What follows belongs to an exercise in optimizing a design on an open flow for small area, a short achievable clock period and few clock cycles per item; a production flow would make more cautious choices.
In this exercise RTL edits were held to simulation tests only and were not proved equivalent to the original.
Power figures rest on the tool's default switching activity, not on a simulated workload.

==> flow/design.v <==
module sha384_core (
    input  wire         clk,
    input  wire         rst,
    input  wire         in_valid,
    output wire         in_ready,
    input  wire [63:0]  in_data,      
    input  wire         in_first,     
    input  wire         in_last,      
    output reg          out_valid,
    output wire [383:0] digest        
);
    localparam [63:0] IV0 = 64'hcbbb9d5dc1059ed8, IV1 = 64'h629a292a367cd507, IV2 = 64'h9159015a3070dd17, IV3 = 64'h152fecd8f70e5939,
                      IV4 = 64'h67332667ffc00b31, IV5 = 64'h8eb44a8768581511, IV6 = 64'hdb0c2e0d64f98fa7, IV7 = 64'h47b5481dbefa4fa4;
    localparam [64*80-1:0] KTAB = {
        64'h6c44198c4a475817, 64'h5fcb6fab3ad6faec, 64'h597f299cfc657e2a, 64'h4cc5d4becb3e42b6,
        64'h431d67c49c100d4c, 64'h3c9ebe0a15c9bebc, 64'h32caab7b40c72493, 64'h28db77f523047d84,
        64'h1b710b35131c471b, 64'h113f9804bef90dae, 64'h0a637dc5a2c898a6, 64'h06f067aa72176fba,
        64'hf57d4f7fee6ed178, 64'heada7dd6cde0eb1e, 64'hd186b8c721c0c207, 64'hca273eceea26619c,
        64'hc67178f2e372532b, 64'hbef9a3f7b2c67915, 64'ha4506cebde82bde9, 64'h90befffa23631e28,
        64'h8cc702081a6439ec, 64'h84c87814a1f0ab72, 64'h78a5636f43172f60, 64'h748f82ee5defb2fc,
        64'h682e6ff3d6b2b8a3, 64'h5b9cca4f7763e373, 64'h4ed8aa4ae3418acb, 64'h391c0cb3c5c95a63,
        64'h34b0bcb5e19b48a8, 64'h2748774cdf8eeb99, 64'h1e376c085141ab53, 64'h19a4c116b8d2d0c8,
        64'h106aa07032bbd1b8, 64'hf40e35855771202a, 64'hd69906245565a910, 64'hd192e819d6ef5218,
        64'hc76c51a30654be30, 64'hc24b8b70d0f89791, 64'ha81a664bbc423001, 64'ha2bfe8a14cf10364,
        64'h92722c851482353b, 64'h81c2c92e47edaee6, 64'h766a0abb3c77b2a8, 64'h650a73548baf63de,
        64'h53380d139d95b3df, 64'h4d2c6dfc5ac42aed, 64'h2e1b21385c26c926, 64'h27b70a8546d22ffc,
        64'h142929670a0e6e70, 64'h06ca6351e003826f, 64'hd5a79147930aa725, 64'hc6e00bf33da88fc2,
        64'hbf597fc7beef0ee4, 64'hb00327c898fb213f, 64'ha831c66d2db43210, 64'h983e5152ee66dfab,
        64'h76f988da831153b5, 64'h5cb0a9dcbd41fbd4, 64'h4a7484aa6ea6e483, 64'h2de92c6f592b0275,
        64'h240ca1cc77ac9c65, 64'h0fc19dc68b8cd5b5, 64'hefbe4786384f25e3, 64'he49b69c19ef14ad2,
        64'hc19bf174cf692694, 64'h9bdc06a725c71235, 64'h80deb1fe3b1696b1, 64'h72be5d74f27b896f,
        64'h550c7dc3d5ffb4e2, 64'h243185be4ee4b28c, 64'h12835b0145706fbe, 64'hd807aa98a3030242,
        64'hab1c5ed5da6d8118, 64'h923f82a4af194f9b, 64'h59f111f1b605d019, 64'h3956c25bf348b538,
        64'he9b5dba58189dbbc, 64'hb5c0fbcfec4d3b2f, 64'h7137449123ef65cd, 64'h428a2f98d728ae22
    };
    function automatic [63:0] rotr(input [63:0] x, input integer n);
        rotr = (x >> n) | (x << (64 - n));
    endfunction
    reg  [3:0] ph;                
    reg  [3:0] dph;               
    reg  [4:0] wcnt;              
    reg        nfirst, nlast;     
    reg        busy;              
    reg  [6:0] cnt;               
    reg        rnd, fin, sch;     
    reg        kpre;              
    reg        hfin;              
    reg        efin;              
    reg        cfirst, clast;     
    reg  rdy;
    assign in_ready = rdy;
    wire acc   = in_valid && rdy;
    wire full  = wcnt[4] || (wcnt == 5'd15 && acc);
    wire free  = !busy || cnt == 7'd83;
    wire start = full && dph == 4'd15 && free;
    wire       run_n  = busy && cnt != 7'd83;      
    wire [4:0] wcnt_n = start ? 5'd0 : acc ? wcnt + 5'd1 : wcnt;
    wire [3:0] dph_n  = (acc && wcnt == 5'd0) ? 4'd1 : dph + 4'd1;
    wire [1:0] ph_n   = ph[1:0] + 2'd1;
    wire       w0ok_n = ph_n == 2'd0 && !start && (!run_n || cnt >= 7'd67);
    wire       rdy_n  = (wcnt_n == 5'd0) ? w0ok_n : (!wcnt_n[4] && dph_n == wcnt_n[3:0]);
    reg [1023:0] w;               
    reg [63:0] a, b, c, d, e, f;
    reg [63:0] xs, xc;
    reg [63:0] ha0, ha1, ha2, ha3, he0, he1, he2, he3;    
    reg [63:0] hkw;               
    reg  [63:0] kval;
    reg  [63:0] krom;             
    always @* begin
        case (cnt)
            7'd0: krom = KTAB[192 +: 64];
            7'd1: krom = KTAB[256 +: 64];
            7'd2: krom = KTAB[320 +: 64];
            7'd3: krom = KTAB[384 +: 64];
            7'd4: krom = KTAB[448 +: 64];
            7'd5: krom = KTAB[512 +: 64];
            7'd6: krom = KTAB[576 +: 64];
            7'd7: krom = KTAB[640 +: 64];
            7'd8: krom = KTAB[704 +: 64];
            7'd9: krom = KTAB[768 +: 64];
            7'd10: krom = KTAB[832 +: 64];
            7'd11: krom = KTAB[896 +: 64];
            7'd12: krom = KTAB[960 +: 64];
            7'd13: krom = KTAB[1024 +: 64];
            7'd14: krom = KTAB[1088 +: 64];
            7'd15: krom = KTAB[1152 +: 64];
            7'd16: krom = KTAB[1216 +: 64];
            7'd17: krom = KTAB[1280 +: 64];
            7'd18: krom = KTAB[1344 +: 64];
            7'd19: krom = KTAB[1408 +: 64];
            7'd20: krom = KTAB[1472 +: 64];
            7'd21: krom = KTAB[1536 +: 64];
            7'd22: krom = KTAB[1600 +: 64];
            7'd23: krom = KTAB[1664 +: 64];
            7'd24: krom = KTAB[1728 +: 64];
            7'd25: krom = KTAB[1792 +: 64];
            7'd26: krom = KTAB[1856 +: 64];
            7'd27: krom = KTAB[1920 +: 64];
            7'd28: krom = KTAB[1984 +: 64];
            7'd29: krom = KTAB[2048 +: 64];
            7'd30: krom = KTAB[2112 +: 64];
            7'd31: krom = KTAB[2176 +: 64];
            7'd32: krom = KTAB[2240 +: 64];
            7'd33: krom = KTAB[2304 +: 64];
            7'd34: krom = KTAB[2368 +: 64];
            7'd35: krom = KTAB[2432 +: 64];
            7'd36: krom = KTAB[2496 +: 64];
            7'd37: krom = KTAB[2560 +: 64];
            7'd38: krom = KTAB[2624 +: 64];
            7'd39: krom = KTAB[2688 +: 64];
            7'd40: krom = KTAB[2752 +: 64];
            7'd41: krom = KTAB[2816 +: 64];
            7'd42: krom = KTAB[2880 +: 64];
            7'd43: krom = KTAB[2944 +: 64];
            7'd44: krom = KTAB[3008 +: 64];
            7'd45: krom = KTAB[3072 +: 64];
            7'd46: krom = KTAB[3136 +: 64];
            7'd47: krom = KTAB[3200 +: 64];
            7'd48: krom = KTAB[3264 +: 64];
            7'd49: krom = KTAB[3328 +: 64];
            7'd50: krom = KTAB[3392 +: 64];
            7'd51: krom = KTAB[3456 +: 64];
            7'd52: krom = KTAB[3520 +: 64];
            7'd53: krom = KTAB[3584 +: 64];
            7'd54: krom = KTAB[3648 +: 64];
            7'd55: krom = KTAB[3712 +: 64];
            7'd56: krom = KTAB[3776 +: 64];
            7'd57: krom = KTAB[3840 +: 64];
            7'd58: krom = KTAB[3904 +: 64];
            7'd59: krom = KTAB[3968 +: 64];
            7'd60: krom = KTAB[4032 +: 64];
            7'd61: krom = KTAB[4096 +: 64];
            7'd62: krom = KTAB[4160 +: 64];
            7'd63: krom = KTAB[4224 +: 64];
            7'd64: krom = KTAB[4288 +: 64];
            7'd65: krom = KTAB[4352 +: 64];
            7'd66: krom = KTAB[4416 +: 64];
            7'd67: krom = KTAB[4480 +: 64];
            7'd68: krom = KTAB[4544 +: 64];
            7'd69: krom = KTAB[4608 +: 64];
            7'd70: krom = KTAB[4672 +: 64];
            7'd71: krom = KTAB[4736 +: 64];
            7'd72: krom = KTAB[4800 +: 64];
            7'd73: krom = KTAB[4864 +: 64];
            7'd74: krom = KTAB[4928 +: 64];
            7'd75: krom = KTAB[4992 +: 64];
            7'd76: krom = KTAB[5056 +: 64];
            7'd81: krom = KTAB[0 +: 64];
            7'd82: krom = KTAB[64 +: 64];
            default: krom = KTAB[128 +: 64];
        endcase
    end
    wire [63:0] e_in;
    wire [63:0] bsig1 = rotr(e_in, 14) ^ rotr(e_in, 18) ^ rotr(e_in, 41);
    wire [63:0] ch    = (e_in & e) ^ (~e_in & f);
    wire [63:0] bsig0 = rotr(a, 28) ^ rotr(a, 34) ^ rotr(a, 39);
    wire [63:0] maj   = (a & b) ^ (a & c) ^ (b & c);
    wire [63:0] xs_d  = hkw ^ bsig1 ^ ch;
    wire [63:0] xc_d  = {(hkw[62:0] & bsig1[62:0]) | (hkw[62:0] & ch[62:0]) | (bsig1[62:0] & ch[62:0]), 1'b0};
    wire [63:0] es = xs ^ xc ^ d;
    wire [63:0] ec = {(xs[62:0] & xc[62:0]) | (xs[62:0] & d[62:0]) | (xc[62:0] & d[62:0]), 1'b0};
    wire [63:0] as1 = xs ^ xc ^ maj;
    wire [63:0] ac1 = {(xs[62:0] & xc[62:0]) | (xs[62:0] & maj[62:0]) | (xc[62:0] & maj[62:0]), 1'b0};
    wire [63:0] as2 = as1 ^ ac1 ^ bsig0;
    wire [63:0] ac2 = {(as1[62:0] & ac1[62:0]) | (as1[62:0] & bsig0[62:0]) | (ac1[62:0] & bsig0[62:0]), 1'b0};
    wire [63:0] e_new, a_new;
    sk_add64 u_eadd (.x(es), .y(ec), .s(e_new));
    sk_add64 u_aadd (.x(as2), .y(ac2), .s(a_new));
    wire [63:0] w0  = w[0 +: 64];
    wire [63:0] wp1 = w[64 +: 64], wp2 = w[128 +: 64], wp10 = w[640 +: 64], wp15 = w[960 +: 64];
    wire [63:0] ssig0 = rotr(wp2, 1) ^ rotr(wp2, 8) ^ (wp2 >> 7);
    wire [63:0] ssig1 = rotr(wp15, 19) ^ rotr(wp15, 61) ^ (wp15 >> 6);
    wire [63:0] ws1 = ssig1 ^ wp10 ^ ssig0;
    wire [63:0] wc1 = {(ssig1[62:0] & wp10[62:0]) | (ssig1[62:0] & ssig0[62:0]) | (wp10[62:0] & ssig0[62:0]), 1'b0};
    wire [63:0] ws2 = ws1 ^ wc1 ^ wp1;
    wire [63:0] wc2 = {(ws1[62:0] & wc1[62:0]) | (ws1[62:0] & wp1[62:0]) | (wc1[62:0] & wp1[62:0]), 1'b0};
    reg  [63:0] ws, wc;
    wire [63:0] wnext;
    sk_add64 u_wadd (.x(ws), .y(wc), .s(wnext));
    wire [63:0] w_in  = acc ? in_data : (sch ? wnext : w0);
    reg [63:0] iva, ive, ivr;
    always @* begin
        case (ph[1:0])
            2'd0: begin iva = IV3; ive = IV7; ivr = IV6; end
            2'd1: begin iva = IV2; ive = IV6; ivr = IV5; end
            2'd2: begin iva = IV1; ive = IV5; ivr = IV4; end
            default: begin iva = IV0; ive = IV4; ivr = IV7; end
        endcase
    end
    wire        ldh  = rnd && cfirst;
    wire [63:0] hba  = ha3;
    wire [63:0] suma;             
    sk_add64 u_fadd (.x(d), .y(hba), .s(suma));
    wire [63:0] ya   = fin ? suma : (ldh ? iva : ha3);
    wire [63:0] ye   = efin ? hkw : (ldh ? ivr : he3);
    wire [63:0] w2k = hfin ? 64'd0 : w[191:128];
    wire [63:0] ks1 = f ^ kval ^ w2k;
    wire [63:0] kc1 = {(f[62:0] & kval[62:0]) | (f[62:0] & w2k[62:0]) | (kval[62:0] & w2k[62:0]), 1'b0};
    wire [63:0] hkw_d;
    sk_add64 u_hadd (.x(ks1), .y(kc1), .s(hkw_d));
    wire        ldiv = (wcnt != 5'd0) && nfirst;
    assign e_in   = rnd ? e_new : (ldiv ? ive : he0);
    assign digest = {ha0, ha1, ha2, ha3, he1, he2};
    always @(posedge clk) begin
        w   <= {w_in, w[1023:64]};
        ws  <= ws2;
        wc  <= wc2;
        hkw <= hkw_d;
        kval <= kpre ? he1
              : (!busy && dph == 4'd13) ? KTAB[0 +: 64]
              : (!busy && dph == 4'd14) ? KTAB[64 +: 64] : krom;
        xs  <= xs_d;
        xc  <= xc_d;
        a <= rnd ? a_new : (ldiv ? iva : ya);
        b <= a; c <= b; d <= c;
        e <= e_in;
        f <= e;
        ha0 <= ya; ha1 <= ha0; ha2 <= ha1; ha3 <= ha2;
        he0 <= ye; he1 <= he0; he2 <= he1; he3 <= he2;
    end
    always @(posedge clk) begin
        if (rst) begin
            ph        <= 4'd0;
            dph       <= 4'd0;
            wcnt      <= 5'd0;
            busy      <= 1'b0;
            cnt       <= 7'd83;
            rnd       <= 1'b0;
            fin       <= 1'b0;
            sch       <= 1'b0;
            kpre      <= 1'b0;
            hfin      <= 1'b0;
            efin      <= 1'b0;
            rdy       <= 1'b1;
            out_valid <= 1'b0;
        end else begin
            ph  <= ph + 4'd1;
            dph <= dph_n;
            rdy <= rdy_n;
            if (acc && wcnt == 5'd0) begin
                nfirst <= in_first;
                nlast  <= in_last;
            end
            wcnt <= wcnt_n;
            out_valid <= fin && cnt == 7'd83 && clast;
            if (start) begin
                busy   <= 1'b1;
                cnt    <= 7'd0;
                rnd    <= 1'b1;
                fin    <= 1'b0;
                sch    <= 1'b1;
                kpre   <= 1'b0;
                hfin   <= 1'b0;
                efin   <= 1'b0;
                cfirst <= nfirst;
                clast  <= nlast;
            end else if (busy && cnt != 7'd83) begin
                cnt <= cnt + 7'd1;
                rnd <= cnt < 7'd79;
                fin <= cnt >= 7'd79;
                sch <= cnt < 7'd63;
                kpre <= cnt >= 7'd76 && cnt <= 7'd79;
                hfin <= cnt >= 7'd77 && cnt <= 7'd80;
                efin <= cnt >= 7'd78 && cnt <= 7'd81;
            end else begin
                busy <= 1'b0;
                rnd  <= 1'b0;
                fin  <= 1'b0;
                sch  <= 1'b0;
                kpre <= 1'b0;
                hfin <= 1'b0;
                efin <= 1'b0;
            end
        end
    end
endmodule
module sk_add64 (input wire [63:0] x, input wire [63:0] y, output wire [63:0] s);
    wire [63:0] p0 = x ^ y;
    wire [63:0] g0 = x & y;
    wire g_0 = g0[1] | (p0[1] & g0[0]);
    wire g_1 = g0[3] | (p0[3] & g0[2]);
    wire p_1 = p0[3] & p0[2];
    wire g_2 = g0[5] | (p0[5] & g0[4]);
    wire p_2 = p0[5] & p0[4];
    wire g_3 = g0[7] | (p0[7] & g0[6]);
    wire p_3 = p0[7] & p0[6];
    wire g_4 = g0[9] | (p0[9] & g0[8]);
    wire p_4 = p0[9] & p0[8];
    wire g_5 = g0[11] | (p0[11] & g0[10]);
    wire p_5 = p0[11] & p0[10];
    wire g_6 = g0[13] | (p0[13] & g0[12]);
    wire p_6 = p0[13] & p0[12];
    wire g_7 = g0[15] | (p0[15] & g0[14]);
    wire p_7 = p0[15] & p0[14];
    wire g_8 = g0[17] | (p0[17] & g0[16]);
    wire p_8 = p0[17] & p0[16];
    wire g_9 = g0[19] | (p0[19] & g0[18]);
    wire p_9 = p0[19] & p0[18];
    wire g_10 = g0[21] | (p0[21] & g0[20]);
    wire p_10 = p0[21] & p0[20];
    wire g_11 = g0[23] | (p0[23] & g0[22]);
    wire p_11 = p0[23] & p0[22];
    wire g_12 = g0[25] | (p0[25] & g0[24]);
    wire p_12 = p0[25] & p0[24];
    wire g_13 = g0[27] | (p0[27] & g0[26]);
    wire p_13 = p0[27] & p0[26];
    wire g_14 = g0[29] | (p0[29] & g0[28]);
    wire p_14 = p0[29] & p0[28];
    wire g_15 = g0[31] | (p0[31] & g0[30]);
    wire p_15 = p0[31] & p0[30];
    wire g_16 = g0[33] | (p0[33] & g0[32]);
    wire p_16 = p0[33] & p0[32];
    wire g_17 = g0[35] | (p0[35] & g0[34]);
    wire p_17 = p0[35] & p0[34];
    wire g_18 = g0[37] | (p0[37] & g0[36]);
    wire p_18 = p0[37] & p0[36];
    wire g_19 = g0[39] | (p0[39] & g0[38]);
    wire p_19 = p0[39] & p0[38];
    wire g_20 = g0[41] | (p0[41] & g0[40]);
    wire p_20 = p0[41] & p0[40];
    wire g_21 = g0[43] | (p0[43] & g0[42]);
    wire p_21 = p0[43] & p0[42];
    wire g_22 = g0[45] | (p0[45] & g0[44]);
    wire p_22 = p0[45] & p0[44];
    wire g_23 = g0[47] | (p0[47] & g0[46]);
    wire p_23 = p0[47] & p0[46];
    wire g_24 = g0[49] | (p0[49] & g0[48]);
    wire p_24 = p0[49] & p0[48];
    wire g_25 = g0[51] | (p0[51] & g0[50]);
    wire p_25 = p0[51] & p0[50];
    wire g_26 = g0[53] | (p0[53] & g0[52]);
    wire p_26 = p0[53] & p0[52];
    wire g_27 = g0[55] | (p0[55] & g0[54]);
    wire p_27 = p0[55] & p0[54];
    wire g_28 = g0[57] | (p0[57] & g0[56]);
    wire p_28 = p0[57] & p0[56];
    wire g_29 = g0[59] | (p0[59] & g0[58]);
    wire p_29 = p0[59] & p0[58];
    wire g_30 = g0[61] | (p0[61] & g0[60]);
    wire p_30 = p0[61] & p0[60];
    wire g_31 = g0[63] | (p0[63] & g0[62]);
    wire p_31 = p0[63] & p0[62];
    wire g_32 = g0[2] | (p0[2] & g_0);
    wire g_33 = g_1 | (p_1 & g_0);
    wire g_34 = g0[6] | (p0[6] & g_2);
    wire p_34 = p0[6] & p_2;
    wire g_35 = g_3 | (p_3 & g_2);
    wire p_35 = p_3 & p_2;
    wire g_36 = g0[10] | (p0[10] & g_4);
    wire p_36 = p0[10] & p_4;
    wire g_37 = g_5 | (p_5 & g_4);
    wire p_37 = p_5 & p_4;
    wire g_38 = g0[14] | (p0[14] & g_6);
    wire p_38 = p0[14] & p_6;
    wire g_39 = g_7 | (p_7 & g_6);
    wire p_39 = p_7 & p_6;
    wire g_40 = g0[18] | (p0[18] & g_8);
    wire p_40 = p0[18] & p_8;
    wire g_41 = g_9 | (p_9 & g_8);
    wire p_41 = p_9 & p_8;
    wire g_42 = g0[22] | (p0[22] & g_10);
    wire p_42 = p0[22] & p_10;
    wire g_43 = g_11 | (p_11 & g_10);
    wire p_43 = p_11 & p_10;
    wire g_44 = g0[26] | (p0[26] & g_12);
    wire p_44 = p0[26] & p_12;
    wire g_45 = g_13 | (p_13 & g_12);
    wire p_45 = p_13 & p_12;
    wire g_46 = g0[30] | (p0[30] & g_14);
    wire p_46 = p0[30] & p_14;
    wire g_47 = g_15 | (p_15 & g_14);
    wire p_47 = p_15 & p_14;
    wire g_48 = g0[34] | (p0[34] & g_16);
    wire p_48 = p0[34] & p_16;
    wire g_49 = g_17 | (p_17 & g_16);
    wire p_49 = p_17 & p_16;
    wire g_50 = g0[38] | (p0[38] & g_18);
    wire p_50 = p0[38] & p_18;
    wire g_51 = g_19 | (p_19 & g_18);
    wire p_51 = p_19 & p_18;
    wire g_52 = g0[42] | (p0[42] & g_20);
    wire p_52 = p0[42] & p_20;
    wire g_53 = g_21 | (p_21 & g_20);
    wire p_53 = p_21 & p_20;
    wire g_54 = g0[46] | (p0[46] & g_22);
    wire p_54 = p0[46] & p_22;
    wire g_55 = g_23 | (p_23 & g_22);
    wire p_55 = p_23 & p_22;
    wire g_56 = g0[50] | (p0[50] & g_24);
    wire p_56 = p0[50] & p_24;
    wire g_57 = g_25 | (p_25 & g_24);
    wire p_57 = p_25 & p_24;
    wire g_58 = g0[54] | (p0[54] & g_26);
    wire p_58 = p0[54] & p_26;
    wire g_59 = g_27 | (p_27 & g_26);
    wire p_59 = p_27 & p_26;
    wire g_60 = g0[58] | (p0[58] & g_28);
    wire p_60 = p0[58] & p_28;
    wire g_61 = g_29 | (p_29 & g_28);
    wire p_61 = p_29 & p_28;
    wire g_62 = g0[62] | (p0[62] & g_30);
    wire p_62 = p0[62] & p_30;
    wire g_63 = g_31 | (p_31 & g_30);
    wire p_63 = p_31 & p_30;
    wire g_64 = g0[4] | (p0[4] & g_33);
    wire g_65 = g_2 | (p_2 & g_33);
    wire g_66 = g_34 | (p_34 & g_33);
    wire g_67 = g_35 | (p_35 & g_33);
    wire g_68 = g0[12] | (p0[12] & g_37);
    wire p_68 = p0[12] & p_37;
    wire g_69 = g_6 | (p_6 & g_37);
    wire p_69 = p_6 & p_37;
    wire g_70 = g_38 | (p_38 & g_37);
    wire p_70 = p_38 & p_37;
    wire g_71 = g_39 | (p_39 & g_37);
    wire p_71 = p_39 & p_37;
    wire g_72 = g0[20] | (p0[20] & g_41);
    wire p_72 = p0[20] & p_41;
    wire g_73 = g_10 | (p_10 & g_41);
    wire p_73 = p_10 & p_41;
    wire g_74 = g_42 | (p_42 & g_41);
    wire p_74 = p_42 & p_41;
    wire g_75 = g_43 | (p_43 & g_41);
    wire p_75 = p_43 & p_41;
    wire g_76 = g0[28] | (p0[28] & g_45);
    wire p_76 = p0[28] & p_45;
    wire g_77 = g_14 | (p_14 & g_45);
    wire p_77 = p_14 & p_45;
    wire g_78 = g_46 | (p_46 & g_45);
    wire p_78 = p_46 & p_45;
    wire g_79 = g_47 | (p_47 & g_45);
    wire p_79 = p_47 & p_45;
    wire g_80 = g0[36] | (p0[36] & g_49);
    wire p_80 = p0[36] & p_49;
    wire g_81 = g_18 | (p_18 & g_49);
    wire p_81 = p_18 & p_49;
    wire g_82 = g_50 | (p_50 & g_49);
    wire p_82 = p_50 & p_49;
    wire g_83 = g_51 | (p_51 & g_49);
    wire p_83 = p_51 & p_49;
    wire g_84 = g0[44] | (p0[44] & g_53);
    wire p_84 = p0[44] & p_53;
    wire g_85 = g_22 | (p_22 & g_53);
    wire p_85 = p_22 & p_53;
    wire g_86 = g_54 | (p_54 & g_53);
    wire p_86 = p_54 & p_53;
    wire g_87 = g_55 | (p_55 & g_53);
    wire p_87 = p_55 & p_53;
    wire g_88 = g0[52] | (p0[52] & g_57);
    wire p_88 = p0[52] & p_57;
    wire g_89 = g_26 | (p_26 & g_57);
    wire p_89 = p_26 & p_57;
    wire g_90 = g_58 | (p_58 & g_57);
    wire p_90 = p_58 & p_57;
    wire g_91 = g_59 | (p_59 & g_57);
    wire p_91 = p_59 & p_57;
    wire g_92 = g0[60] | (p0[60] & g_61);
    wire p_92 = p0[60] & p_61;
    wire g_93 = g_30 | (p_30 & g_61);
    wire p_93 = p_30 & p_61;
    wire g_94 = g_62 | (p_62 & g_61);
    wire p_94 = p_62 & p_61;
    wire g_95 = g_63 | (p_63 & g_61);
    wire p_95 = p_63 & p_61;
    wire g_96 = g0[8] | (p0[8] & g_67);
    wire g_97 = g_4 | (p_4 & g_67);
    wire g_98 = g_36 | (p_36 & g_67);
    wire g_99 = g_37 | (p_37 & g_67);
    wire g_100 = g_68 | (p_68 & g_67);
    wire g_101 = g_69 | (p_69 & g_67);
    wire g_102 = g_70 | (p_70 & g_67);
    wire g_103 = g_71 | (p_71 & g_67);
    wire g_104 = g0[24] | (p0[24] & g_75);
    wire p_104 = p0[24] & p_75;
    wire g_105 = g_12 | (p_12 & g_75);
    wire p_105 = p_12 & p_75;
    wire g_106 = g_44 | (p_44 & g_75);
    wire p_106 = p_44 & p_75;
    wire g_107 = g_45 | (p_45 & g_75);
    wire p_107 = p_45 & p_75;
    wire g_108 = g_76 | (p_76 & g_75);
    wire p_108 = p_76 & p_75;
    wire g_109 = g_77 | (p_77 & g_75);
    wire p_109 = p_77 & p_75;
    wire g_110 = g_78 | (p_78 & g_75);
    wire p_110 = p_78 & p_75;
    wire g_111 = g_79 | (p_79 & g_75);
    wire p_111 = p_79 & p_75;
    wire g_112 = g0[40] | (p0[40] & g_83);
    wire p_112 = p0[40] & p_83;
    wire g_113 = g_20 | (p_20 & g_83);
    wire p_113 = p_20 & p_83;
    wire g_114 = g_52 | (p_52 & g_83);
    wire p_114 = p_52 & p_83;
    wire g_115 = g_53 | (p_53 & g_83);
    wire p_115 = p_53 & p_83;
    wire g_116 = g_84 | (p_84 & g_83);
    wire p_116 = p_84 & p_83;
    wire g_117 = g_85 | (p_85 & g_83);
    wire p_117 = p_85 & p_83;
    wire g_118 = g_86 | (p_86 & g_83);
    wire p_118 = p_86 & p_83;
    wire g_119 = g_87 | (p_87 & g_83);
    wire p_119 = p_87 & p_83;
    wire g_120 = g0[56] | (p0[56] & g_91);
    wire p_120 = p0[56] & p_91;
    wire g_121 = g_28 | (p_28 & g_91);
    wire p_121 = p_28 & p_91;
    wire g_122 = g_60 | (p_60 & g_91);
    wire p_122 = p_60 & p_91;
    wire g_123 = g_61 | (p_61 & g_91);
    wire p_123 = p_61 & p_91;
    wire g_124 = g_92 | (p_92 & g_91);
    wire p_124 = p_92 & p_91;
    wire g_125 = g_93 | (p_93 & g_91);
    wire p_125 = p_93 & p_91;
    wire g_126 = g_94 | (p_94 & g_91);
    wire p_126 = p_94 & p_91;
    wire g_127 = g_95 | (p_95 & g_91);
    wire p_127 = p_95 & p_91;
    wire g_128 = g0[16] | (p0[16] & g_103);
    wire g_129 = g_8 | (p_8 & g_103);
    wire g_130 = g_40 | (p_40 & g_103);
    wire g_131 = g_41 | (p_41 & g_103);
    wire g_132 = g_72 | (p_72 & g_103);
    wire g_133 = g_73 | (p_73 & g_103);
    wire g_134 = g_74 | (p_74 & g_103);
    wire g_135 = g_75 | (p_75 & g_103);
    wire g_136 = g_104 | (p_104 & g_103);
    wire g_137 = g_105 | (p_105 & g_103);
    wire g_138 = g_106 | (p_106 & g_103);
    wire g_139 = g_107 | (p_107 & g_103);
    wire g_140 = g_108 | (p_108 & g_103);
    wire g_141 = g_109 | (p_109 & g_103);
    wire g_142 = g_110 | (p_110 & g_103);
    wire g_143 = g_111 | (p_111 & g_103);
    wire g_144 = g0[48] | (p0[48] & g_119);
    wire p_144 = p0[48] & p_119;
    wire g_145 = g_24 | (p_24 & g_119);
    wire p_145 = p_24 & p_119;
    wire g_146 = g_56 | (p_56 & g_119);
    wire p_146 = p_56 & p_119;
    wire g_147 = g_57 | (p_57 & g_119);
    wire p_147 = p_57 & p_119;
    wire g_148 = g_88 | (p_88 & g_119);
    wire p_148 = p_88 & p_119;
    wire g_149 = g_89 | (p_89 & g_119);
    wire p_149 = p_89 & p_119;
    wire g_150 = g_90 | (p_90 & g_119);
    wire p_150 = p_90 & p_119;
    wire g_151 = g_91 | (p_91 & g_119);
    wire p_151 = p_91 & p_119;
    wire g_152 = g_120 | (p_120 & g_119);
    wire p_152 = p_120 & p_119;
    wire g_153 = g_121 | (p_121 & g_119);
    wire p_153 = p_121 & p_119;
    wire g_154 = g_122 | (p_122 & g_119);
    wire p_154 = p_122 & p_119;
    wire g_155 = g_123 | (p_123 & g_119);
    wire p_155 = p_123 & p_119;
    wire g_156 = g_124 | (p_124 & g_119);
    wire p_156 = p_124 & p_119;
    wire g_157 = g_125 | (p_125 & g_119);
    wire p_157 = p_125 & p_119;
    wire g_158 = g_126 | (p_126 & g_119);
    wire p_158 = p_126 & p_119;
    wire g_159 = g_127 | (p_127 & g_119);
    wire p_159 = p_127 & p_119;
    wire g_160 = g0[32] | (p0[32] & g_143);
    wire g_161 = g_16 | (p_16 & g_143);
    wire g_162 = g_48 | (p_48 & g_143);
    wire g_163 = g_49 | (p_49 & g_143);
    wire g_164 = g_80 | (p_80 & g_143);
    wire g_165 = g_81 | (p_81 & g_143);
    wire g_166 = g_82 | (p_82 & g_143);
    wire g_167 = g_83 | (p_83 & g_143);
    wire g_168 = g_112 | (p_112 & g_143);
    wire g_169 = g_113 | (p_113 & g_143);
    wire g_170 = g_114 | (p_114 & g_143);
    wire g_171 = g_115 | (p_115 & g_143);
    wire g_172 = g_116 | (p_116 & g_143);
    wire g_173 = g_117 | (p_117 & g_143);
    wire g_174 = g_118 | (p_118 & g_143);
    wire g_175 = g_119 | (p_119 & g_143);
    wire g_176 = g_144 | (p_144 & g_143);
    wire g_177 = g_145 | (p_145 & g_143);
    wire g_178 = g_146 | (p_146 & g_143);
    wire g_179 = g_147 | (p_147 & g_143);
    wire g_180 = g_148 | (p_148 & g_143);
    wire g_181 = g_149 | (p_149 & g_143);
    wire g_182 = g_150 | (p_150 & g_143);
    wire g_183 = g_151 | (p_151 & g_143);
    wire g_184 = g_152 | (p_152 & g_143);
    wire g_185 = g_153 | (p_153 & g_143);
    wire g_186 = g_154 | (p_154 & g_143);
    wire g_187 = g_155 | (p_155 & g_143);
    wire g_188 = g_156 | (p_156 & g_143);
    wire g_189 = g_157 | (p_157 & g_143);
    wire g_190 = g_158 | (p_158 & g_143);
    wire g_191 = g_159 | (p_159 & g_143);
    assign s = p0 ^ {g_190, g_189, g_188, g_187, g_186, g_185, g_184, g_183, g_182, g_181, g_180, g_179, g_178, g_177, g_176, g_175, g_174, g_173, g_172, g_171, g_170, g_169, g_168, g_167, g_166, g_165, g_164, g_163, g_162, g_161, g_160, g_143, g_142, g_141, g_140, g_139, g_138, g_137, g_136, g_135, g_134, g_133, g_132, g_131, g_130, g_129, g_128, g_103, g_102, g_101, g_100, g_99, g_98, g_97, g_96, g_67, g_66, g_65, g_64, g_33, g_32, g_0, g0[0], 1'b0};
endmodule
==> flow/flow/run.sh <==
#!/bin/bash
set -euo pipefail
bash standard.sh SETUP_SLACK_MARGIN=8.5 finish > orfs_make.log 2>&1
==> flow/standard.sh <==
#!/bin/bash
# synth_recipe.tcl (not shown) runs the flow's synth.tcl, then flattens the netlist and writes it again
# the make line also repeats each setting of config.mk as NAME=value (left out here)
make -C /OpenROAD-flow-scripts/flow DESIGN_CONFIG=/design/flow/config.mk WORK_HOME=/design/flow/orfs CLKGATE_MAP_FILE= SYNTH_SCRIPT=/design/flow/synth_recipe.tcl "${@:-finish}"
==> flow/config.mk <==
export PLATFORM = sky130hd
export DESIGN_NAME = sha384_core
export DESIGN_NICKNAME = sha384_core
export VERILOG_FILES = /design/flow/design.v
export SDC_FILE = /design/flow/constraint.sdc
export NUM_CORES = 4
export LEC_CHECK = 0
export CAP_MARGIN = 20
export CORE_MARGIN = 2
export CORE_UTILIZATION = 40
export CTS_CLUSTER_DIAMETER = 100
export CTS_CLUSTER_SIZE = 20
export SLEW_MARGIN = 20
export SYNTH_HIERARCHICAL = 1
export SYNTH_MEMORY_MAX_BITS = 16384
==> flow/constraint.sdc <==
create_clock -name core_clock -period 13.0 [get_ports {clk}]
set_input_delay 2.6000 -clock core_clock [delete_from_list [all_inputs] [get_ports {clk}]]
set_output_delay 2.6000 -clock core_clock [all_outputs]
set_load 0.01 [all_outputs]
==> results of run 1 <==
==> logic make-up after synthesis <==
logic type | count (synthesis) | synth area share [%]
AOI/OAI and AO/OA | 1713 | 12.2
other | 1 | 0.00418
buffers and inverters | 702 | 3.11
DFF | 2333 | 52.1
adders and majority gates | 880 | 16.0
xor gates and xnor gates | 761 | 7.44
muxes | 132 | 1.60
and+or+nand+nor | 1437 | 7.46
==> area by class of cell <==
cell class / instances / area (µm²)
Antenna cell: 17 / 42.5
Clock buffer: 148 / 3570
Clock inverter: 24 / 462
Fill cell: 20400 / 117000
Inverter: 399 / 1500
Multi-Input combinational cell: 4928 / 42700
Sequential cell: 2333 / 47100
Tap cell: 2975 / 3720
Timing Repair Buffer: 684 / 6510
==> synthesized netlist by cell type, types with 30 or more instances <==
cell type and n:
a211oi_1 34, a21o_1 91, a21oi_1 530, a31oi_1 45, buf_1 34, buf_2 51
clkbuf_1 204, dfxtp_1 2329, fa_1 470, ha_1 347, inv_1 394, maj3_1 63
mux2_2 59, mux2i_1 70, nand2_1 558, nand2b_1 127, nand3_1 85, nand4_1 34
nor2_1 291, nor2b_1 60, nor3_1 130, o211ai_1 30, o21a_1 75, o21ai_0 472
o22ai_1 40, xnor2_1 628, xor2_1 132
==> per-stage QoR <==
stage	util [%]	instance area [µm²]	worst slack, ns	power, mW
after floorplan	-	89700	8.75	15.2
after global placement	43.9	97800	7.57	18.2
after detailed placement	44.0	97800	7.56	18.3
after CTS	46.8	104000	8.36	23.4
after global routing	47.4	106000	8.20	25.1
final	47.4	106000	8.32	23.8
==> how the worst max path moves through the flow <==
stage	end	cells after the start	start	slack, ns
finish	xs[36]	19	xc[1]	8.32
detailed placement	xs[52]	15	xs[9]	7.56
CTS	xs[35]	20	xs[9]	8.36
floorplan	xs[33]	16	d[1]	8.75
global placement	xs[8]	15	d[29]	7.57
global route	xs[11]	20	d[9]	8.20
==> modules after synthesis (local to each module, per instance) <==
module,cells inside,cell area [µm²],flip-flops and latches
sk_add64,336,2610,0
sha384_core,6279,76700,2333
==> power by group through the flow <==
| stage | Clock [mW] | Sequential [mW] | Combinational (mW) |
|---|---|---|---|
| 2_1_floorplan | 0 | 9.07 | 6.16 |
| 3_3_place_gp | 0 | 9.74 | 8.42 |
| 3_5_place_dp | 0 | 9.76 | 8.51 |
| 4_1_cts | 4.59 | 9.62 | 9.21 |
| 5_1_grt | 4.85 | 9.70 | 10.6 |
| 6_report | 4.50 | 9.63 | 9.72 |
==> worst register-to-register path: stages (launching register included) <==
cell and delay [ns]:
dfxtp_2 0.34, fa_1 0.50, fa_2 0.39, a211oi_4 0.33
nor3_4 0.08, o2111ai_4 0.21, buf_12 0.16, a211oi_4 0.07
o21ai_4 0.20, buf_6 0.12, o21ai_4 0.05, buf_12 0.15
a221o_2 0.42, a2111o_1 0.40, nand3_2 0.08, a22oi_2 0.09
buf_12 0.19, xor2_2 0.15, xnor2_1 0.18, fa_2 0.47
==> metal layers <==
layer | global-route usage [%] | vias up | part of all wire [%]
li1 | - | 27900 | -
met1 | 41.7 | 31500 | 41
met2 | 52.0 | 2691 | 45
met3 | 6.06 | 778 | 6.4
met4 | 23.0 | 14 | 8.3
met5 | 0 | - | 0.027
==> timing repair <==
item,CTS,global route
setup buffers,71,38
setup endpoints to repair,265,158
pin swaps,116,124
gates resized for setup,458,222
cloned,1,0
==> summary.md, run 1 <==
| Metric | Value |
|---|---|
| Critical Path End Type | `flop` |
| Synth warn | `7` |
| TNS Setup | `0 ns` |
| Final hold slack | `between 0.3 and 0.4 ns` |
| Final hold viol count | `0` |
| Number of flip-flops in the largest register | `around 1,000` |
| Largest area contributor in the netlist | `dfxtp_1` |
| Fmax | `approximately 210 MHz` |
| RSZ-0062 raised after global routing | `yes` |
| Detail Placement HPWL | `~300,000 µm` |
| Fin cells | `around 12,000` |
| Slowest cell on the critical path | `fa_1` |
| Crit path max fanout | `5` |
| Die height | `approximately 480 µm` |
| Hold-critical path endpoint | `w[189]` |
| NumNets Final | `roughly 9,400` |
| Clock transition at path regs | `around 0.08 ns` |
| Hold_buf cts | `0` |
| Post-layout min period | `between 4 and 5 ns` |
| R2r setup slk | `8.32 ns` |
| GP Congestion | `1.06` |
| Asr flop ratio synth | `0%` |
| Initial drt markers | `6,368` |
| Gate Count Post-Synth | `7,959` |
| Post-synth top area share | `between 50% and 60%` |
| DR pass1 iterations | `10` |
| Most common cell after layout, fill and taps aside | `dfxtp_1` |
| WS Path Type | `reg2reg` |
| Final-report setup violation count | `0` |
| Initial antenna violation count | `36` |
| Power density over the cells | `roughly 230 mW/mm²` |
| DRC violations left | `0` |
| Setup crit start kind | `flop` |
| Root Driver | `clkbuf_16` |
| MaxCap Viol Count | `0` |
| Vias | `about 63,000` |
| Top Ports | `455` |
| Clk Latency, worst-skew pair | `between 0.8 and 0.9 ns` |
| Grt total ovfl | `0` |
| Max Root-Sink Buffers | `3` |
| WL per Instance | `33.6 µm` |
| Antenna-violating nets left | `0` |
| Peak supply drop | `0.000170 V` |
| Most frequent cells in the layout | `dfxtp_1 (2,163), nand2_1 (552), xnor2_1 (530), a21oi_1 (497), o21ai_0 (458)` |
| Ranking of synthesized cells by area | `dfxtp_1 (52%), fa_1 (10%), xnor2_1 (6.1%), ha_1 (4.8%), a21oi_1 (3.0%)` |
| Worst EP arrival | `about 5.4 ns` |
| Worst min path class | `reg2reg` |
| P_int | `around 15 mW` |
| Routed WL | `approximately 390,000 µm` |
| CTS Buf Count | `139` |
| Htree depth | `4` |
| DIE AREA | `roughly 0.23 mm²` |
| P_sw | `9.20 mW` |
| Core ar. | `roughly 0.22 mm²` |
| R2R Path End | `xs[36]` |
| CTS tree | `built` |
| Data required, critical path | `13.73 ns` |
| Crit path top cell by count | `buf_12` |
| Leak | `~43 nW` |
| Synth Register Bits | `2,333` |
| GRT Overall Usage | `between 30% and 40%` |
| Area grow syn2layout | `17.7%` |
| Comb pwr share | `40.8%` |
| R2R depth | `19` |
| Status | `no timing/DRC/antenna violations` |
| Worst Max-Slew Pin Slew | `between 1 and 1.5 ns` |
| Switching Share | `between 30% and 40%` |
| Cells after DPL | `about 11,000` |
| Clock Skews | `approximately 0.087 ns` |
| Vias per Instance | `about 5.5` |
| R2r startpoint | `xc[1]` |
| Row Count | `173` |
| Port Buffers | `roughly 450` |
| First-pass GRT wire length | `around 520,000 µm` |
| Die Width | `between 400 and 500 µm` |
| Relative slew slack | `18.3%` |
| Number of synthesized flops with an enable pin | `4` |
| Max-slew violations | `0` |
| Largest net degree at the start of global routing | `121` |
| Seq pwr share | `between 40% and 50%` |
| Clock Power Share | `about a fifth` |
| CP peak stage delay | `about 0.50 ns` |
| Hold Path Cell Cnt | `0` |
| Syn Area/Cell | `11.3 µm²` |
| Post-synthesis sequential area ratio | `a little over half` |
| CP top delay family | `compound AO/OA/AOI/OAI gates` |
| Buf/Inv on CP | `4` |
| Share of layout cells above drive strength 1 | `~13%` |
| Initial Util | `between 40 and 50%` |
| Top reg by flops | `w` |
| CP cell instances | `fa_1 -> fa_2 -> a211oi_4 -> nor3_4 -> o2111ai_4 -> buf_12 -> a211oi_4 -> o21ai_4 -> buf_6 -> o21ai_4 -> buf_12 -> a221o_2 -> a2111o_1 -> nand3_2 -> a22oi_2 -> buf_12 -> xor2_2 -> xnor2_1 -> fa_2` |
| Hold_sp | `w[253]` |
| Final Cycle Share | `36.0%` |
| Vias in the first global route | `roughly 63,000` |
| Synth cell types | `99` |
| Post-Syn Area | `0.0897 mm²` |
| Clock Sinks | `2,333` |
| Ys flop type | `dfxtp_1` |
Testbench counts, summed over its fixed seeds: cycles 25,500, blocks 300.
==> run 2: changes to the inputs <==
==> flow/flow/run.sh (replaced) <==
#!/bin/bash
set -euo pipefail
bash standard.sh SETUP_SLACK_MARGIN=8 finish > orfs_make.log 2>&1
--- a/flow/config.mk
+++ b/flow/config.mk
@@ -11,5 +11,4 @@
 export CTS_CLUSTER_DIAMETER = 100
 export CTS_CLUSTER_SIZE = 20
 export SLEW_MARGIN = 20
-export SYNTH_HIERARCHICAL = 1
 export SYNTH_MEMORY_MAX_BITS = 16384
==> summary.md, run 2 <==
| Metric | Value |
|---|---|
| Fmax | `202 MHz (-5.5%)` |
| Root Driver | `clkbuf_16` |
| Worst EP arrival | `5.64 ns (+0.24 ns)` |
| Initial antenna violation count | `26 (-28%)` |
| Ys flop type | `dfxtp_1` |
| Most frequent cells in the layout | `dfxtp_1 (2,284), a21oi_1 (562), xnor2_1 (514), nand2_1 (484), fa_1 (467)` |
| Max Root-Sink Buffers | `3 (unchanged)` |
| GRT Overall Usage | `30.9% (-2.4 points)` |
| Post-synth top area share | `52.2% (+0.23 points)` |
| Routed WL | `358,000 µm (-7.5%)` |
| Row Count | `173 (unchanged)` |
| Cells after DPL | `11,200 (+0.27%)` |
| Clock transition at path regs | `0.09 ns (about the same)` |
| Vias per Instance | `5.43 (-0.59%)` |
| Gate Count Post-Synth | `7,963 (+0.050%)` |
| Fin cells | `11,500 (-0.43%)` |
| Post-layout min period | `4.95 ns (+0.274 ns)` |
| Port Buffers | `454 (unchanged)` |
| DR pass1 iterations | `6 (-4)` |
| Max-slew violations | `0 (unchanged)` |
| Clock Sinks | `2,333 (unchanged)` |
| Design area | `0.103 mm² (-2.6%)` |
| Synth warn | `1 (-6)` |
| Htree depth | `4 (unchanged)` |
| Seq pwr share | `39.6% (-0.8 points)` |
| RSZ-0062 raised after global routing | `yes` |
| Post-synthesis simple-gate area fraction | `7.07% (-0.39 points)` |
| Multi-input gate area | `0.0405 mm² (-4.9%)` |
| Clk Latency, worst-skew pair | `0.84 ns (-0.02 ns)` |
| Antenna-violating nets left | `0 (unchanged)` |
| GP Congestion | `1.02 (-3.7%)` |
| First-pass GRT wire length | `491,000 µm (-6.0%)` |
| Largest family of logic cells by synthesized area | `adder cells` |
| Die height | `477 µm (-0.21%)` |
| Synth Register Bits | `2,333 (unchanged)` |
| Initial drt markers | `5,943 (-6.7%)` |
| TNS Setup | `0 ns (unchanged)` |
| NumNets Final | `9,328 (-0.46%)` |
| Relative slew slack | `20.1% (+1.8 points)` |
| Leak | `42.5 nW (-1.3%)` |
| Clock Power Share | `19.5% (+0.6 points)` |
| Crit path max fanout | `5 (unchanged)` |
| Register area | `0.0468 mm² (-0.60%)` |
| CTS tree | `built` |
| WL per Instance | `31.2 µm (-7.1%)` |
| Asr flop ratio synth | `0% (unchanged)` |
| Adder-cell area share of the yosys netlist | `15.6% (-0.44 points)` |
| Most common cell after layout, fill and taps aside | `dfxtp_1` |
| CTS Buf Count | `140 (+0.72%)` |
| Syn Area/Cell | `11.2 µm² (-0.48%)` |
| Data required, critical path | `13.69 ns (-0.04 ns)` |
| DP Worst Slack | `7.57 ns (+0.0163 ns)` |
| Worst min path class | `reg2reg` |
| Grt total ovfl | `0 (unchanged)` |
| Compound-Gate Fraction of Synth Area | `13.5% (+1.2 points)` |
| Detail Placement HPWL | `279,000 µm (-8.4%)` |
| Top Ports | `455 (unchanged)` |
| Clock Skews | `0.0764 ns (-0.0102 ns)` |
| Number of synthesized flops with an enable pin | `4 (unchanged)` |
| Final-report setup violation count | `0 (unchanged)` |
| Core ar. | `0.222 mm² (-0.19%)` |
| Status | `no timing/DRC/antenna violations` |
| Largest area contributor in the netlist | `dfxtp_1` |
| Power density over the cells | `229 mW/mm² (+1.5%)` |
| WS Path Type | `reg2reg` |
| Final Cycle Share | `38.1% (+2.1 points)` |
| Vias in the first global route | `61,900 (-1.3%)` |
| Top-count cell post-synth | `dfxtp_1` |
| Critical Path End Type | `flop` |
| Comb pwr share | `40.8% (about the same)` |
| Worst Max-Slew Pin Slew | `1.20 ns (-0.0159 ns)` |
| Switching Share | `38.2% (-0.39 points)` |
| Post-synthesis xor/xnor area fraction | `7.26% (-0.18 points)` |
| MaxCap Viol Count | `0 (unchanged)` |
| Final hold viol count | `0 (unchanged)` |
| DRC violations left | `0 (unchanged)` |
| Largest net degree at the start of global routing | `99 (-18%)` |
| Post-synthesis sequential area ratio | `52.3% (+0.23 points)` |
| Die Width | `477 µm (-0.21%)` |
| Top reg by flops | `w` |
| Mux cell area share after synthesis | `1.24% (-0.36 points)` |
| Commonest cells in the netlist | `dfxtp_1 (2,329), a21oi_1 (568), xnor2_1 (548)` |
| Worst setup margin | `8.05 ns (-0.274 ns)` |
| Peak supply drop | `0.000155 V (-8.9%)` |
| Ranking of synthesized cells by area | `dfxtp_1 (52%), fa_1 (10%), xnor2_1 (5.4%), ha_1 (5.0%), a21oi_1 (3.2%)` |
| Post-Syn Area | `0.0893 mm² (-0.43%)` |
| Setup crit start kind | `flop` |
| Number of flip-flops in the largest register | `1,024 (unchanged)` |
| Share of layout cells above drive strength 1 | `7.38% (-5.4 points)` |
| Synth cell types | `110 (+11%)` |
| Fillers | `20,600 (+1.2%)` |
| P_int | `14.6 mW (-0.52%)` |
| P_sw | `9.00 mW (-2.1%)` |
| Initial Util | `40.2% (-0.096 points)` |
| Area grow syn2layout | `15.1%` |
| Hold_buf cts | `0 (unchanged)` |
| DIE AREA | `0.227 mm² (-0.43%)` |
| Vias | `62,200 (-1.0%)` |
| Post-place instance area | `0.0977 mm² (-0.10%)` |
## run 2: metrics by stage
| step | util [%] | hold slack (ns) | power, mW |
|---|---|---|---|
| floorplan | - | 0.310 | 15.8 |
| global placement | 44.0 | 0.310 | 18.5 |
| detailed placement | 44.0 | 0.312 | 18.6 |
| CTS | 46.1 | 0.303 | 23.4 |
| global route | 46.3 | 0.307 | 25.1 |
| finish | 46.3 | 0.301 | 23.6 |
## run 2: cell families after synthesis
| logic type | count (synthesis) |
|---|---|
| muxes | 98 |
| DFF | 2333 |
| and+or+nand+nor | 1357 |
| adders and majority gates | 835 |
| xor gates and xnor gates | 739 |
| buffers and inverters | 725 |
| AOI/OAI and AO/OA | 1876 |
## run 2: worst paths after layout
check	startpoint	depth (start not counted)	endpoint	slack (ns)
hold reg to reg	w[856]	0	w[792]	0.30
hold / removal	w[856]	0	w[792]	0.30
setup / recovery	d[15]	16	xs[44]	8.05
setup reg to reg	d[15]	16	xs[44]	8.05
## run 2: layer usage
layer	share of wire, %	wire (µm)	GRT usage [%]	vias to the layer above
met4	8.1	29100	21.0	2
met1	41	146000	38.8	30900
met5	0.0036	13	0	-
met2	45	161000	48.8	2672
li1	-	-	-	28000
met3	6.1	21900	4.88	751
## run 2: timing repair
action	in CTS	in global routing
pin swaps	9	23
buffers inserted	11	17
resized for setup	61	76
endpoints found under the hold margin	0	0
setup endpoints to repair	68	100
## run 2: area by class of cell
class / count / share of cell area (%)
multi-input cells: 4905 / 39.4
clock buffers: 153 / 3.50
well taps: 2975 / 3.62
repair buffers: 627 / 5.78
diodes: 12 / 0.0292
flip-flops and latches: 2333 / 45.5
inverters: 427 / 1.56
clock inverters: 26 / 0.552
## run 2: power by group through the flow
| stage | sequential (mW) | clock (mW) | combinational (mW) |
|---|---|---|---|
| after detailed placement | 9.50 | 0 | 9.14 |
| after global placement | 9.47 | 0 | 8.99 |
| after global routing | 9.45 | 4.95 | 10.7 |
| after floorplan | 9.00 | 0 | 6.76 |
| after CTS | 9.34 | 4.71 | 9.34 |
| final | 9.34 | 4.60 | 9.63 |
## run 2: critical path: stages (launching register included)
cell	delay [ns]
dfxtp_1	0.45
fa_1	0.45
ha_1	0.37
a21oi_1	0.23
a31oi_1	0.21
a221oi_4	0.41
nand3_2	0.24
o2111ai_4	0.37
a2111oi_4	0.15
o31a_1	0.27
or3_1	0.36
a31oi_4	0.21
buf_12	0.15
buf_4	0.12
xnor2_1	0.08
xnor2_1	0.24
fa_1	0.51
==> run 3: changes to the inputs <==
--- a/flow/design.v
+++ b/flow/design.v
@@ -61,7 +61,7 @@
     wire       rdy_n  = (wcnt_n == 5'd0) ? w0ok_n : (!wcnt_n[4] && dph_n == wcnt_n[3:0]);
     reg [1023:0] w;               
     reg [63:0] a, b, c, d, e, f;
-    reg [63:0] xs, xc;
+    reg [63:0] xs, xc, ys, yc;
     reg [63:0] ha0, ha1, ha2, ha3, he0, he1, he2, he3;    
     reg [63:0] hkw;               
     reg  [63:0] kval;
@@ -157,14 +157,16 @@
     wire [63:0] maj   = (a & b) ^ (a & c) ^ (b & c);
     wire [63:0] xs_d  = hkw ^ bsig1 ^ ch;
     wire [63:0] xc_d  = {(hkw[62:0] & bsig1[62:0]) | (hkw[62:0] & ch[62:0]) | (bsig1[62:0] & ch[62:0]), 1'b0};
-    wire [63:0] es = xs ^ xc ^ d;
-    wire [63:0] ec = {(xs[62:0] & xc[62:0]) | (xs[62:0] & d[62:0]) | (xc[62:0] & d[62:0]), 1'b0};
+    wire [63:0] y1s  = hkw ^ c ^ ch;
+    wire [63:0] y1c  = {(hkw[62:0] & c[62:0]) | (hkw[62:0] & ch[62:0]) | (c[62:0] & ch[62:0]), 1'b0};
+    wire [63:0] ys_d = y1s ^ y1c ^ bsig1;
+    wire [63:0] yc_d = {(y1s[62:0] & y1c[62:0]) | (y1s[62:0] & bsig1[62:0]) | (y1c[62:0] & bsig1[62:0]), 1'b0};
     wire [63:0] as1 = xs ^ xc ^ maj;
     wire [63:0] ac1 = {(xs[62:0] & xc[62:0]) | (xs[62:0] & maj[62:0]) | (xc[62:0] & maj[62:0]), 1'b0};
     wire [63:0] as2 = as1 ^ ac1 ^ bsig0;
     wire [63:0] ac2 = {(as1[62:0] & ac1[62:0]) | (as1[62:0] & bsig0[62:0]) | (ac1[62:0] & bsig0[62:0]), 1'b0};
     wire [63:0] e_new, a_new;
-    sk_add64 u_eadd (.x(es), .y(ec), .s(e_new));
+    sk_add64 u_eadd (.x(ys), .y(yc), .s(e_new));
     sk_add64 u_aadd (.x(as2), .y(ac2), .s(a_new));
     wire [63:0] w0  = w[0 +: 64];
     wire [63:0] wp1 = w[64 +: 64], wp2 = w[128 +: 64], wp10 = w[640 +: 64], wp15 = w[960 +: 64];
@@ -211,6 +213,8 @@
               : (!busy && dph == 4'd14) ? KTAB[64 +: 64] : krom;
         xs  <= xs_d;
         xc  <= xc_d;
+        ys  <= ys_d;
+        yc  <= yc_d;
         a <= rnd ? a_new : (ldiv ? iva : ya);
         b <= a; c <= b; d <= c;
         e <= e_in;
==> flow/flow/run.sh (replaced) <==
#!/bin/bash
set -euo pipefail
bash standard.sh SETUP_SLACK_MARGIN=8.5 finish > orfs_make.log 2>&1
--- a/flow/config.mk
+++ b/flow/config.mk
@@ -11,4 +11,5 @@
 export CTS_CLUSTER_DIAMETER = 100
 export CTS_CLUSTER_SIZE = 20
 export SLEW_MARGIN = 20
+export SYNTH_HIERARCHICAL = 1
 export SYNTH_MEMORY_MAX_BITS = 16384
==> summary.md, run 3 <==
| Metric | Value |
|---|---|
| RSZ-0062 raised after global routing | `yes` |
| Comb pwr share | `34.3% (-6.5 points)` |
| Top-count cell post-synth | `dfxtp_1` |
| Number of flip-flops in the largest register | `1,024 (unchanged)` |
| Critical Path End Type | `flop` |
| Final hold slack | `0.292 ns (-0.00910 ns)` |
| Peak supply drop | `0.000120 V (-23%)` |
| Switching Share | `35.6% (-2.6 points)` |
| Post-Syn Area | `0.0933 mm² (+4.5%)` |
| CTS tree | `built` |
| Vias per Instance | `5.36 (-1.3%)` |
| Status | `no timing/DRC/antenna violations` |
| Power density over the cells | `206 mW/mm² (-10%)` |
| Core ar. | `0.232 mm² (+4.6%)` |
| P_int | `14.3 mW (-1.7%)` |
| Synth cell types | `93 (-15%)` |
| Worst min path class | `reg2reg` |
| Asr flop ratio synth | `0% (unchanged)` |
| Die height | `487 µm (+2.2%)` |
| Leak | `44.3 nW (+4.2%)` |
| Die Width | `487 µm (+2.2%)` |
| Area grow syn2layout | `15.7%` |
| WL per Instance | `31.9 µm (+2.1%)` |
| Clock Sinks | `2,460 (+5.4%)` |
| DRC violations left | `0 (unchanged)` |
| DIE AREA | `0.237 mm² (+4.4%)` |
| Design area | `0.108 mm² (+5.0%)` |
| Routed WL | `375,000 µm (+4.7%)` |
| Gate Count Post-Synth | `8,153 (+2.4%)` |
| Final Cycle Share | `35.0% (-3.1 points)` |
| Synth Register Bits | `2,460 (+5.4%)` |
| Post-synthesis sequential area ratio | `52.8% (+0.48 points)` |
| Htree depth | `4 (unchanged)` |
| Setup crit start kind | `flop` |
| R2r setup slk | `8.45 ns (+0.40 ns)` |
| Most frequent cells in the layout | `dfxtp_1 (2,319), xnor2_1 (586), a21oi_1 (548), nand2_1 (538), fa_1 (523)` |
| Commonest cells in the netlist | `dfxtp_1 (2,456), xnor2_1 (641), a21oi_1 (560)` |
| Number of synthesized flops with an enable pin | `4 (unchanged)` |
| Fillers | `21,200 (+2.8%)` |
| Vias in the first global route | `63,300 (+2.3%)` |
| Initial Util | `40.2% (-0.046 points)` |
| MaxCap Viol Count | `0 (unchanged)` |
| Hold_buf cts | `0 (unchanged)` |
| Clock Skews | `0.0682 ns (-0.00816 ns)` |
| Final-report setup violation count | `0 (unchanged)` |
| Top Ports | `455 (unchanged)` |
| Ys flop type | `dfxtp_1` |
| Seq pwr share | `44.6% (+5.0 points)` |
| Final Util | `46.5% (+0.20 points)` |
| Row Count | `177 (+2.3%)` |
| TNS Setup | `0 ns (unchanged)` |
| NumNets Final | `9,619 (+3.1%)` |
| Worst Max-Slew Pin Slew | `1.21 ns (+0.0150 ns)` |
| Crit path max fanout | `19 (+14)` |
| GRT Overall Usage | `31.1% (+0.27 points)` |
| Data required, critical path | `13.71 ns (+0.02 ns)` |
| Initial drt markers | `5,230 (-12%)` |
| Largest net degree at the start of global routing | `154 (+56%)` |
| Root Driver | `clkbuf_16` |
| CTS Buf Count | `145 (+3.6%)` |
| Share of layout cells above drive strength 1 | `10.2% (+2.9 points)` |
| Max-slew violations | `0 (unchanged)` |
| GP Congestion | `1.02 (-0.35%)` |
| Clock Power Share | `21.2% (+1.7 points)` |
| Relative slew slack | `18.0% (-2.0 points)` |
| Port Buffers | `454 (unchanged)` |
| Vias | `63,000 (+1.2%)` |
| Synth warn | `7 (+6)` |
| Clock transition at path regs | `0.09 ns (about the same)` |
| Ranking of synthesized cells by area | `dfxtp_1 (53%), fa_1 (11%), xnor2_1 (6.0%), ha_1 (4.7%), a21oi_1 (3.0%)` |
| Final hold viol count | `0 (unchanged)` |
| Detail Placement HPWL | `295,000 µm (+5.6%)` |
| Final Power | `22.2 mW (-5.7%)` |
| P_sw | `7.91 mW (-12%)` |
| Top reg by flops | `w` |
| Post-layout min period | `4.55 ns (-0.402 ns)` |
| Clk Latency, worst-skew pair | `0.89 ns (+0.05 ns)` |
| Grt total ovfl | `0 (unchanged)` |
| Max Root-Sink Buffers | `3 (unchanged)` |
| WS Path Type | `reg2reg` |
| First-pass GRT wire length | `511,000 µm (+3.9%)` |
| Worst EP arrival | `5.25 ns (-0.39 ns)` |
| Antenna-violating nets left | `0 (unchanged)` |
| Largest area contributor in the netlist | `dfxtp_1` |
| Post-synth top area share | `52.7% (+0.48 points)` |
| Most common cell after layout, fill and taps aside | `dfxtp_1` |
| Syn Area/Cell | `11.4 µm² (+2.0%)` |
| DR pass1 iterations | `5 (-1)` |
| Post-place instance area | `0.102 mm² (+4.1%)` |
| Fmax | `220 MHz (+8.8%)` |
| Initial antenna violation count | `29 (+12%)` |
run 3: changes by cell type after synthesis, sizes merged, moves of 63 or more:
| cell | previous run | this run |
|---|---|---|
| a211oi | 134 | 57 |
| a21o | 179 | 105 |
| dfxtp | 2329 | 2456 |
| fa | 467 | 533 |
| nand2b | 34 | 134 |
| xnor2 | 548 | 641 |
| xor2 | 190 | 127 |
run 3: critical path, stage by stage, from the launching register on:
cell and delay, ns:
dfxtp_1 0.31, buf_4 0.32, clkinv_1 0.11, buf_4 0.26
ha_1 0.54, buf_4 0.30, or2_2 0.49, a21oi_1 0.67
a31oi_1 0.13, mux4_2 0.60, o221ai_1 0.53, nand2_1 0.09
run 3: repair_timing:
action / in CTS / in global routing
cloned: 1 / 0
resized for setup: 307 / 148
pin swaps: 31 / 57
buffers inserted: 38 / 41
setup endpoints to repair: 360 / 148
run 3: power by group through the flow:
stage,Sequential (mW),Combinational (mW),Clock (mW)
floorplan,9.58,5.20,0
global placement,10.1,6.94,0
detailed placement,10.1,7.03,0
CTS,9.91,7.26,4.81
global route,10.0,8.42,5.07
finish,9.92,7.62,4.70
run 3: cell type report:
cell class	count	area, µm²	area share, %
diodes	6	15.0	0.0139
clock buffers	154	3670	3.40
clock inverters	24	497	0.460
inverters	404	1520	1.40
multi-input cells	4986	42600	39.4
flip-flops and latches	2460	49700	46.0
well taps	3043	3810	3.52
repair buffers	673	6230	5.77
run 3: Yosys stat by module, one instance, submodules excluded:
module	times used	flip-flops and latches
sha384_core	1	2460
sk_add64	5	0
run 3: cells by family after synthesis:
group	after synthesis	share of synthesized area, %
xor+xnor	768	7.21
mux	133	1.56
other cells	1	0.00402
compound gates	1720	11.7
buf+inv	711	2.98
flops	2460	52.8
fa+ha+maj	943	16.8
simple gates	1417	7.01
run 3: per-stage QoR:
stage          cells  setup WS (ns)
5_1_grt        11700           8.28
6_report       11800           8.45
3_5_place_dp   11500           7.69
4_1_cts        11700           8.50
3_3_place_gp   11500           7.70
2_1_floorplan   8156           8.69
run 3: final timing paths:
kind | start | endpoint | depth (start not counted)
worst max-delay path | cnt[0] | kval[38] | 11
worst min-delay path | b[20] | c[20] | 0
worst max register to register | cnt[0] | kval[38] | 11
worst min register to register | b[20] | c[20] | 0
run 3: layer usage:
layer  wire length, µm  vias up  track usage (%)
met1            157000    31400             39.6
met4             29800       18             20.5
li1                  -    28400                -
met2            169000     2456             49.4
met3             19200      755             4.36
met5               118        -                0
Testbench counts of run 3, summed over its fixed seeds: cycles 25,500, blocks 300.

==> re-timing with driven ports <==
The flow's constraints put no driver on any port. The routed layouts listed below were extracted and timed again, unchanged, in two steps.
Step 1, drivers: a clkbuf_16 drives clk and a buf_2 each remaining input, both assumed.
Step 2 times the ports against the registers' clock, not the clock port: input delays grow and output delays shrink by t, the midpoint of the rising clock arrivals with the driver on.
Slacks: ideal ports / drivers / drivers and shift; pairs: ideal ports / drivers.
| run | shift t [ns] | setup WS [ns] | worst data-port slew with drivers (ns) | pins driven straight from the clock port |
|---|---|---|---|---|
| run 1 | 0.910 | 8.325 / 8.325 / 7.790 | 0.08 | 1 |
| run 2 | 0.896 | 8.051 / 8.051 / 7.764 | 0.12 | 1 |
| run 3 | 0.946 | 8.453 / 8.453 / 7.839 | 0.06 | 1 |
After both steps setup and hold are still met in every run listed. The setup slack of run 3, which loses most, moves by 0.000 ns with the drivers and by -0.614 ns with both steps.
